Context: an optimization exercise on an open-source flow, tuned for small area. The choices shown serve that exercise and are no tape-out recipe.
Only simulation tests tie the RTL to the original design; equivalence was not proved.
No driver is modelled on the clock port, so clocking that relies on it looks cheaper here than on a real chip.
No activity file was given, so power comes from the tool's default toggle rates.

==> run C: inputs <==
==> flow/design.v <==
module noryr_rx (
    input  wire        clk,
    input  wire        rst,             
    input  wire        in_valid,
    input  wire [9:0]  in_cg,           
    output reg         os_valid,
    output wire [7:0]  os_type,
    output wire [7:0]  os_arg0,
    output wire [7:0]  os_arg1,
    output reg         fr_word_valid,
    output wire [31:0] fr_word,
    output wire [6:0]  fr_word_num,
    output reg         fr_done,
    output wire [1:0]  fr_status,       
    output reg  [15:0] cnt_code,
    output reg  [15:0] cnt_ok,
    output reg  [15:0] cnt_bad,
    output reg  [15:0] cnt_drop
);
    localparam [31:0] CRC_RESIDUE = 32'hDEBB20E3;
    function [31:0] crc_byte;
        input [31:0] c;
        input [7:0]  b;
        integer k;
        reg [31:0] r;
        begin
            r = c;
            for (k = 0; k < 8; k = k + 1)
                r = (r[0] ^ b[k]) ? ((r >> 1) ^ 32'hEDB88320) : (r >> 1);
            crc_byte = r;
        end
    endfunction
    function is_os_type;
        input [7:0] t;
        begin
            case (t)
                8'h10, 8'h20, 8'h21, 8'h28, 8'h30, 8'h31, 8'h38,
                8'h40, 8'h41, 8'h50, 8'h51, 8'h52, 8'h53, 8'h60: is_os_type = 1'b1;
                default: is_os_type = 1'b0;
            endcase
        end
    endfunction
    reg        rd;           
    reg        st_fr;        
    reg  [1:0] os_ph;        
    reg [63:0] sr;           
    reg [31:0] crc;
    reg  [6:0] wc;           
    reg  [1:0] lane;         
    reg  [6:0] flen;         
    reg        fdrop;        
    reg        ferr;
    wire a = in_cg[0], b = in_cg[1], c = in_cg[2], d = in_cg[3], e = in_cg[4];
    wire i = in_cg[5], f = in_cg[6], g = in_cg[7], h = in_cg[8], j = in_cg[9];
    wire [2:0] n6 = in_cg[0] + in_cg[1] + in_cg[2] + in_cg[3] + in_cg[4] + in_cg[5];
    wire [2:0] n4 = in_cg[6] + in_cg[7] + in_cg[8] + in_cg[9];
    wire [3:0] ones = n6 + n4;
    wire       rd_next = (ones > 4'd5) ? 1'b1 : (ones < 4'd5) ? 1'b0 : rd;
    wire [5:0] y  = in_cg[5:0] ^ {6{rd}};
    wire b6 = (n6 == 3'd3);
    wire u6 = rd ? (n6 == 3'd2) : (n6 == 3'd4);
    wire v6 = (b6 && y != 6'b111000) || (u6 && y != 6'b111100 && y != 6'b001111);
    wire rd1 = b6 ? rd : n6[2];
    wire [3:0] z  = in_cg[9:6] ^ {4{rd1}};
    wire ei = (e ^ rd1) & (i ^ rd1);
    wire b4 = (n4 == 3'd2);
    wire u4 = rd1 ? (n4 == 3'd1) : (n4 == 3'd3);
    wire a7 = (z == 4'b1110);
    wire v4 = a7 ? ei : (z == 4'b0111) ? !ei : (u4 || (b4 && z != 4'b1100));
    wire dd = v6 && v4;
    wire kx7 = v6 && a7 && !ei;
    reg [4:0] x5;
    reg [2:0] x3;
    always @* begin
        x5[0] = (a&e&~i)|(a&c&~i)|(b&~c&~e&~i)|(a&~b&c&~d)|(~a&d&e&i)|(b&~c&~d&~e)|(~b&~c&d&~e&i)|(~b&c&~d&~e)|(b&c&d&i)|(~b&~c&~d&e);
        x5[1] = (b&e&~i)|(~a&~c&d&i)|(b&d&~i)|(a&~d&~e&~i)|(a&~c&~d&~e)|(~a&c&~d&~e&i)|(a&c&d&i)|(a&c&e&i)|(~a&~c&~d&e);
        x5[2] = (c&e&~i)|(a&c&~i)|(~a&~b&d&i)|(~b&c&e)|(a&~b&~d&~e)|(~a&b&d&~e&~i)|(~a&b&~d&~e&i)|(a&b&d&i)|(b&d&e&i);
        x5[3] = (~a&d&~i)|(d&e&~i)|(~a&~b&c&~e)|(~a&b&~c&d)|(~b&c&~e&~i)|(a&~b&~c&~e&i)|(b&d&~i)|(~a&~c&~d&~e)|(a&b&c&i)|(a&b&e&i)|(a&c&e&i);
        x5[4] = (~d&e&i)|(a&b&e)|(c&d&e)|(~a&b&~c&d&~i)|(a&~b&~c&d&~i)|(a&c&e)|(b&c&e)|(~a&~c&~d&~e)|(~b&~c&~d&~e)|(~a&~b&~d&i)|(~a&~b&~c&~e)|(~a&~b&~e&~i);
        x3[0] = (f&~j)|(~g&~h)|(~f&h&j);
        x3[1] = (~f&j)|(g&h)|(f&~h&~j);
        x3[2] = (h&~j)|(~g&~j)|(g&h)|(~f&~g&~h)|(f&g&j);
    end
    wire k277 = kx7 && x5 == 5'd27;
    wire k297 = kx7 && x5 == 5'd29;
    wire k307 = kx7 && x5 == 5'd30;
    wire k285 = (y == 6'b111100) && (z == 4'b1010);
    wire [7:0] byte_d = {x3, x5};              
    wire lim    = (wc == 7'd66) && (lane == 2'd0);    
    wire len_ok = (lane == 2'd0) && ({1'b0, wc} == {1'b0, flen} + 8'd1);
    wire good   = !ferr && len_ok && (crc == CRC_RESIDUE);
    assign os_type     = sr[47:40];
    assign os_arg0     = sr[55:48];
    assign os_arg1     = sr[63:56];
    assign fr_word     = sr[31:0];
    assign fr_word_num = wc;
    wire fab = wc[6] & !wc[5] & wc[4];
    assign fr_status   = {fab | (good & fdrop), fab | !good};
    wire idle   = !st_fr && (os_ph == 2'd0);
    wire in_os  = (os_ph != 2'd0);
    wire accept = st_fr && dd && !lim;
    wire os_start = in_valid && idle && k285;
    wire fr_start = in_valid && idle && k277;
    wire stray    = in_valid && idle && !k285 && !k277;
    wire os_end   = in_valid && (os_ph == 2'd3);
    wire os_good  = !os_bad && dd && is_os_type(sr[55:48]);
    wire acc      = in_valid && accept;
    wire wdone    = acc && (lane == 2'd3);
    wire hdr      = (wc == 7'd126);                
    wire end29    = in_valid && st_fr && k297;
    wire end30    = in_valid && st_fr && k307;
    wire f_bad    = in_valid && (dd ? lim : !(k297 || k307));
    reg os_bad;
    always @(posedge clk) begin
        crc    <= (crc ^ ({32{acc}} & (crc_byte(crc, byte_d) ^ crc))) | {32{fr_start}};
        os_bad <= !os_start && (os_bad || (in_valid && !dd));
        ferr   <= !fr_start && (ferr || f_bad);
        lane   <= (lane + {1'b0, acc}) & {2{!fr_start}};
        wc     <= fr_start ? 7'd126 : end30 ? 7'd80 : wc + {6'd0, wdone};
        if (in_valid && (in_os || accept)) sr <= {byte_d, sr[63:8]};
        if (acc && lane == 2'd0 && hdr) flen <= byte_d[6:0];
        if (wdone && hdr) fdrop <= byte_d[7] & (byte_d[6:4] != 3'd0);
        if (rst) begin
            rd            <= 1'b0;
            st_fr         <= 1'b0;
            os_ph         <= 2'd0;
            os_valid      <= 1'b0;
            fr_word_valid <= 1'b0;
            fr_done       <= 1'b0;
            cnt_code      <= 16'd0;
            cnt_ok        <= 16'd0;
            cnt_bad       <= 16'd0;
            cnt_drop      <= 16'd0;
        end else begin
            if (in_valid) rd <= rd_next;
            st_fr         <= (st_fr && !end29 && !end30) || fr_start;
            os_ph         <= os_start ? 2'd1 : os_ph + {1'b0, in_valid && in_os};
            os_valid      <= os_end && os_good;
            fr_word_valid <= wdone && !hdr;
            fr_done       <= end29 || end30;
            cnt_code      <= cnt_code + {15'd0, stray || (os_end && !os_good)};
            cnt_bad       <= cnt_bad  + {15'd0, end29 && !good};
            cnt_drop      <= cnt_drop + {15'd0, end29 && good && fdrop};
            cnt_ok        <= cnt_ok   + {15'd0, end29 && good && !fdrop};
        end
    end
endmodule
==> flow/flow/run.sh <==
#!/bin/bash
# Own layout flow: the standard synthesis, then its combinational logic
# re-mapped for area by ABC (flip-flops, their instance names and cell types
# kept; the smallest of a few ABC scripts is taken), then the standard ORFS
# steps with buf_1 port buffers, small clock buffers (the ones whose flip-flops see a slow clock edge
# upsized after CTS) and no CTS dummy loads.
# Each tool's output goes to a log file of its own in this folder.
set -euo pipefail
HERE=$(pwd)
R=$HERE/orfs/results/$FLOW_PLATFORM/noryr_rx/base
LIB=$FLOW_HOME/platforms/$FLOW_PLATFORM/lib/sky130_fd_sc_hd__tt_025C_1v80.lib

# 1. standard synthesis (unchanged)
bash standard.sh synth > log_1_standard_synth.txt 2>&1
cp $R/1_2_yosys.v $HERE/synth_standard.v

# 2. re-map the combinational logic for area: several ABC scripts and
#    seeds, four at a time
i=0
for s in flow/abc_*.abc; do
  n=$(basename $s .abc)
  sed -e "s|@LIB@|$LIB|g" -e "s|@IN@|$HERE/synth_standard.v|g" \
      -e "s|@OUT@|$HERE/synth_$n.v|g" -e "s|@ABC@|$HERE/$s|g" \
      flow/reopt.ys > reopt_$n.ys
  (yosys -l log_2_reopt_$n.txt -q reopt_$n.ys > /dev/null 2>&1 || true) &
  i=$((i + 1))
  if (( i % 4 == 0 )); then wait; fi
done
wait
best=""; bestA=""
for s in flow/abc_*.abc; do
  n=$(basename $s .abc)
  if [[ -s synth_$n.v ]] && grep -q "Found and reported 0 problems" log_2_reopt_$n.txt; then
    A=$(grep "Chip area" log_2_reopt_$n.txt | tail -1 | awk '{print $NF}')
    echo "$n $A" >> reopt_areas.txt
    if [[ -z "$best" ]] || awk "BEGIN{exit !($A < $bestA)}"; then best=$n; bestA=$A; fi
  fi
done
echo "best $best $bestA" >> reopt_areas.txt
if [[ -n "$best" ]]; then
  sleep 1
  cp synth_$best.v $R/1_2_yosys.v
  touch $R/1_2_yosys.v
fi

# 3. the rest of the standard flow
bash standard.sh \
    "BUFFER_PORTS_ARGS=-buffer_cell sky130_fd_sc_hd__buf_1" \
    "POST_CTS_TCL=$HERE/flow/post_cts.tcl" \
    "CTS_ARGS=-sink_clustering_enable -repair_clock_nets -dont_use_dummy_load -buf_list sky130_fd_sc_hd__clkbuf_4" \
    finish > log_3_standard_finish.txt 2>&1
==> flow/flow/abc_p1.abc <==
&get -n
&st
&syn2
&dch
&nf -a -R 1000
&st
&deepsyn -T 120 -S 1
&dch -f
&nf -a -R 1000
&put
==> flow/flow/abc_p4.abc <==
&get -n
&st
&syn2
&dch
&nf -a -R 1000
&st
&deepsyn -T 120 -S 4
&dch -f
&nf -a -R 1000
&put
==> flow/flow/abc_p5.abc <==
&get -n
&st
&syn2
&dch
&nf -a -R 1000
&st
&deepsyn -T 120 -S 5
&dch -f
&nf -a -R 1000
&put
==> flow/flow/abc_p6.abc <==
&get -n
&st
&syn2
&dch
&nf -a -R 1000
&st
&deepsyn -T 120 -S 6
&dch -f
&nf -a -R 1000
&put
==> flow/flow/abc_q2.abc <==
&get -n
&st
&deepsyn -T 120 -S 2
&dch -f
&nf -a -R 1000
&st
&dch -f
&nf -a -R 1000
&st
&dch -f
&nf -a -R 1000
&put
==> flow/flow/abc_q3.abc <==
&get -n
&st
&deepsyn -T 120 -S 3
&dch -f
&nf -a -R 1000
&st
&dch -f
&nf -a -R 1000
&st
&dch -f
&nf -a -R 1000
&put
==> flow/flow/abc_q7.abc <==
&get -n
&st
&deepsyn -T 120 -S 7
&dch -f
&nf -a -R 1000
&st
&dch -f
&nf -a -R 1000
&st
&dch -f
&nf -a -R 1000
&put
==> flow/flow/abc_q8.abc <==
&get -n
&st
&deepsyn -T 120 -S 8
&dch -f
&nf -a -R 1000
&st
&dch -f
&nf -a -R 1000
&st
&dch -f
&nf -a -R 1000
&put
==> flow/flow/post_cts.tcl <==
# Upsize clock buffers whose flip-flop clock pins see a slow slew.
estimate_parasitics -placement
set big [[ord::get_db] findMaster sky130_fd_sc_hd__clkbuf_8]
set n 0
foreach inst [[ord::get_db_block] getInsts] {
  if {[[$inst getMaster] getName] ne "sky130_fd_sc_hd__clkbuf_4"} { continue }
  set worst 0
  set onet [[$inst findITerm X] getNet]
  if {$onet eq "NULL"} { continue }
  foreach it [$onet getITerms] {
    if {[$it isInputSignal] || [[$it getMTerm] getName] eq "CLK"} {
      set p [get_pins [$it getName]]
      set s [get_property $p slew_max]
      if {$s > $worst} { set worst $s }
    }
  }
  if {$worst > 0.100} { $inst swapMaster $big; incr n }
}
puts "post_cts: upsized $n clock buffers"
detailed_placement
estimate_parasitics -placement
==> flow/flow/reopt.ys <==
read_liberty -ignore_miss_func -ignore_miss_dir @LIB@
blackbox sky130_fd_sc_hd__*df* sky130_fd_sc_hd__*dl* sky130_fd_sc_hd__conb_1
read_verilog @IN@
hierarchy -top noryr_rx
flatten
opt_clean
stat
abc -liberty @LIB@ -dont_use *probe* -dont_use *lpflow* -script @ABC@
opt_clean -purge
rename -hide w:*.*
opt_clean -purge
setundef -zero
splitnets
opt_clean -purge
hilomap -singleton -hicell sky130_fd_sc_hd__conb_1 HI -locell sky130_fd_sc_hd__conb_1 LO
stat -liberty @LIB@
read_liberty -lib -ignore_redef @LIB@
check -assert
select -clear
select noryr_rx
write_verilog -noattr -nohex -nodec -selected @OUT@
==> flow/standard.sh <==
#!/bin/bash
# synth_recipe.tcl (not shown) runs the flow's synth.tcl, then flattens the netlist and writes it again
# the make line also repeats each setting of config.mk as NAME=value (left out here)
make -C /OpenROAD-flow-scripts/flow DESIGN_CONFIG=/design/flow/config.mk WORK_HOME=/design/flow/orfs CLKGATE_MAP_FILE= SYNTH_SCRIPT=/design/flow/synth_recipe.tcl "${@:-finish}"
==> flow/config.mk <==
export PLATFORM = sky130hd
export DESIGN_NAME = noryr_rx
export DESIGN_NICKNAME = noryr_rx
export VERILOG_FILES = /design/flow/design.v
export SDC_FILE = /design/flow/constraint.sdc
export NUM_CORES = 4
export LEC_CHECK = 0
export CAP_MARGIN = 20
export CORE_MARGIN = 2
export CORE_UTILIZATION = 70
export SLEW_MARGIN = 20
export SYNTH_MEMORY_MAX_BITS = 32768
==> flow/constraint.sdc <==
create_clock -name core_clock -period 10.0 [get_ports {clk}]
set_input_delay 2.0000 -clock core_clock [delete_from_list [all_inputs] [get_ports {clk}]]
set_output_delay 2.0000 -clock core_clock [all_outputs]
set_load 0.01 [all_outputs]
==> run B: changes against run C <==
--- a/flow/design.v
+++ b/flow/design.v
@@ -50,6 +50,7 @@
     reg  [6:0] flen;         
     reg        fdrop;        
     reg        ferr;
+    reg        fab;          
     wire a = in_cg[0], b = in_cg[1], c = in_cg[2], d = in_cg[3], e = in_cg[4];
     wire i = in_cg[5], f = in_cg[6], g = in_cg[7], h = in_cg[8], j = in_cg[9];
     wire [2:0] n6 = in_cg[0] + in_cg[1] + in_cg[2] + in_cg[3] + in_cg[4] + in_cg[5];
@@ -94,7 +95,6 @@
     assign os_arg1     = sr[63:56];
     assign fr_word     = sr[31:0];
     assign fr_word_num = wc;
-    wire fab = wc[6] & !wc[5] & wc[4];
     assign fr_status   = {fab | (good & fdrop), fab | !good};
     wire idle   = !st_fr && (os_ph == 2'd0);
     wire in_os  = (os_ph != 2'd0);
@@ -113,10 +113,11 @@
     reg os_bad;
     always @(posedge clk) begin
         crc    <= (crc ^ ({32{acc}} & (crc_byte(crc, byte_d) ^ crc))) | {32{fr_start}};
+        fab    <= k307;
         os_bad <= !os_start && (os_bad || (in_valid && !dd));
         ferr   <= !fr_start && (ferr || f_bad);
         lane   <= (lane + {1'b0, acc}) & {2{!fr_start}};
-        wc     <= fr_start ? 7'd126 : end30 ? 7'd80 : wc + {6'd0, wdone};
+        wc     <= fr_start ? 7'd126 : wc + {6'd0, wdone};
         if (in_valid && (in_os || accept)) sr <= {byte_d, sr[63:8]};
         if (acc && lane == 2'd0 && hdr) flen <= byte_d[6:0];
         if (wdone && hdr) fdrop <= byte_d[7] & (byte_d[6:4] != 3'd0);
==> comparison table <==
metric                                                    run B           run C
Outcome                                          finished clean  finished clean
Fraction of power consumed by the clock network           0.208           0.227
Delay of the slowest cell on the worst path             0.55 ns         0.57 ns
Area used by multi-input combinational logic      0.003118 mm^2   0.003143 mm^2
Worst hold path endpoint                                 sr[26]          sr[31]
Total detailed-routing wirelength                      18170 um        18480 um
Final standard cell area without fillers          0.008605 mm^2   0.008617 mm^2
Met3 Use GR                                             0.07836         0.07294
VDD IR max                                             207.6 uV        144.0 uV
Wire length on met1                                     6903 um         7064 um
Number of instances in the synthesized netlist              735             740
Number of sequential cells                                  187             186
Clk_skew                                             0.03673 ns      0.03154 ns
Horizontal extent of the die                           108.3 um        108.4 um
Comb power frac                                           0.278           0.219
Final #Nets                                                 916             922
Die Area                                           0.01174 mm^2    0.01176 mm^2
Slew of the pin with the lowest slew margin           0.9385 ns       0.9193 ns
Total Power                                          0.001715 W      0.001546 W
P_int                                                0.001168 W      0.001088 W
Layout clock area frac                                  0.02501         0.02497
Syn_nets                                                    748             753
Post-route minimum period                              7.815 ns        7.449 ns

==> afterwards: timing with drivers on the ports <==
In the flow no input, the clock included, has a driving cell. The finished layouts below were timed again as built, in two steps.
Step 1: set_driving_cell puts a clkbuf_16 on clk and a buf_2 on each other input, an assumption about the parent block.
Step 2, shift: input delay + t, output delay - t, t = (earliest + latest rising clock arrival at the registers) / 2. This alone moves slack from input paths to output paths.
Three values: ideal ports, drivers, drivers and shift; two values: the first two.
run | t (ns) | setup slack, ns | worst setup path at the end | slew at the worst register clock pin (ns)
run C | 0.486 | 2.551 / 2.564 / 2.078 | input to register | 0.10 / 0.10
run B | 0.482 | 2.185 / 2.194 / 1.712 | input to register | 0.10 / 0.10
After both steps setup and hold are still met in every run listed.
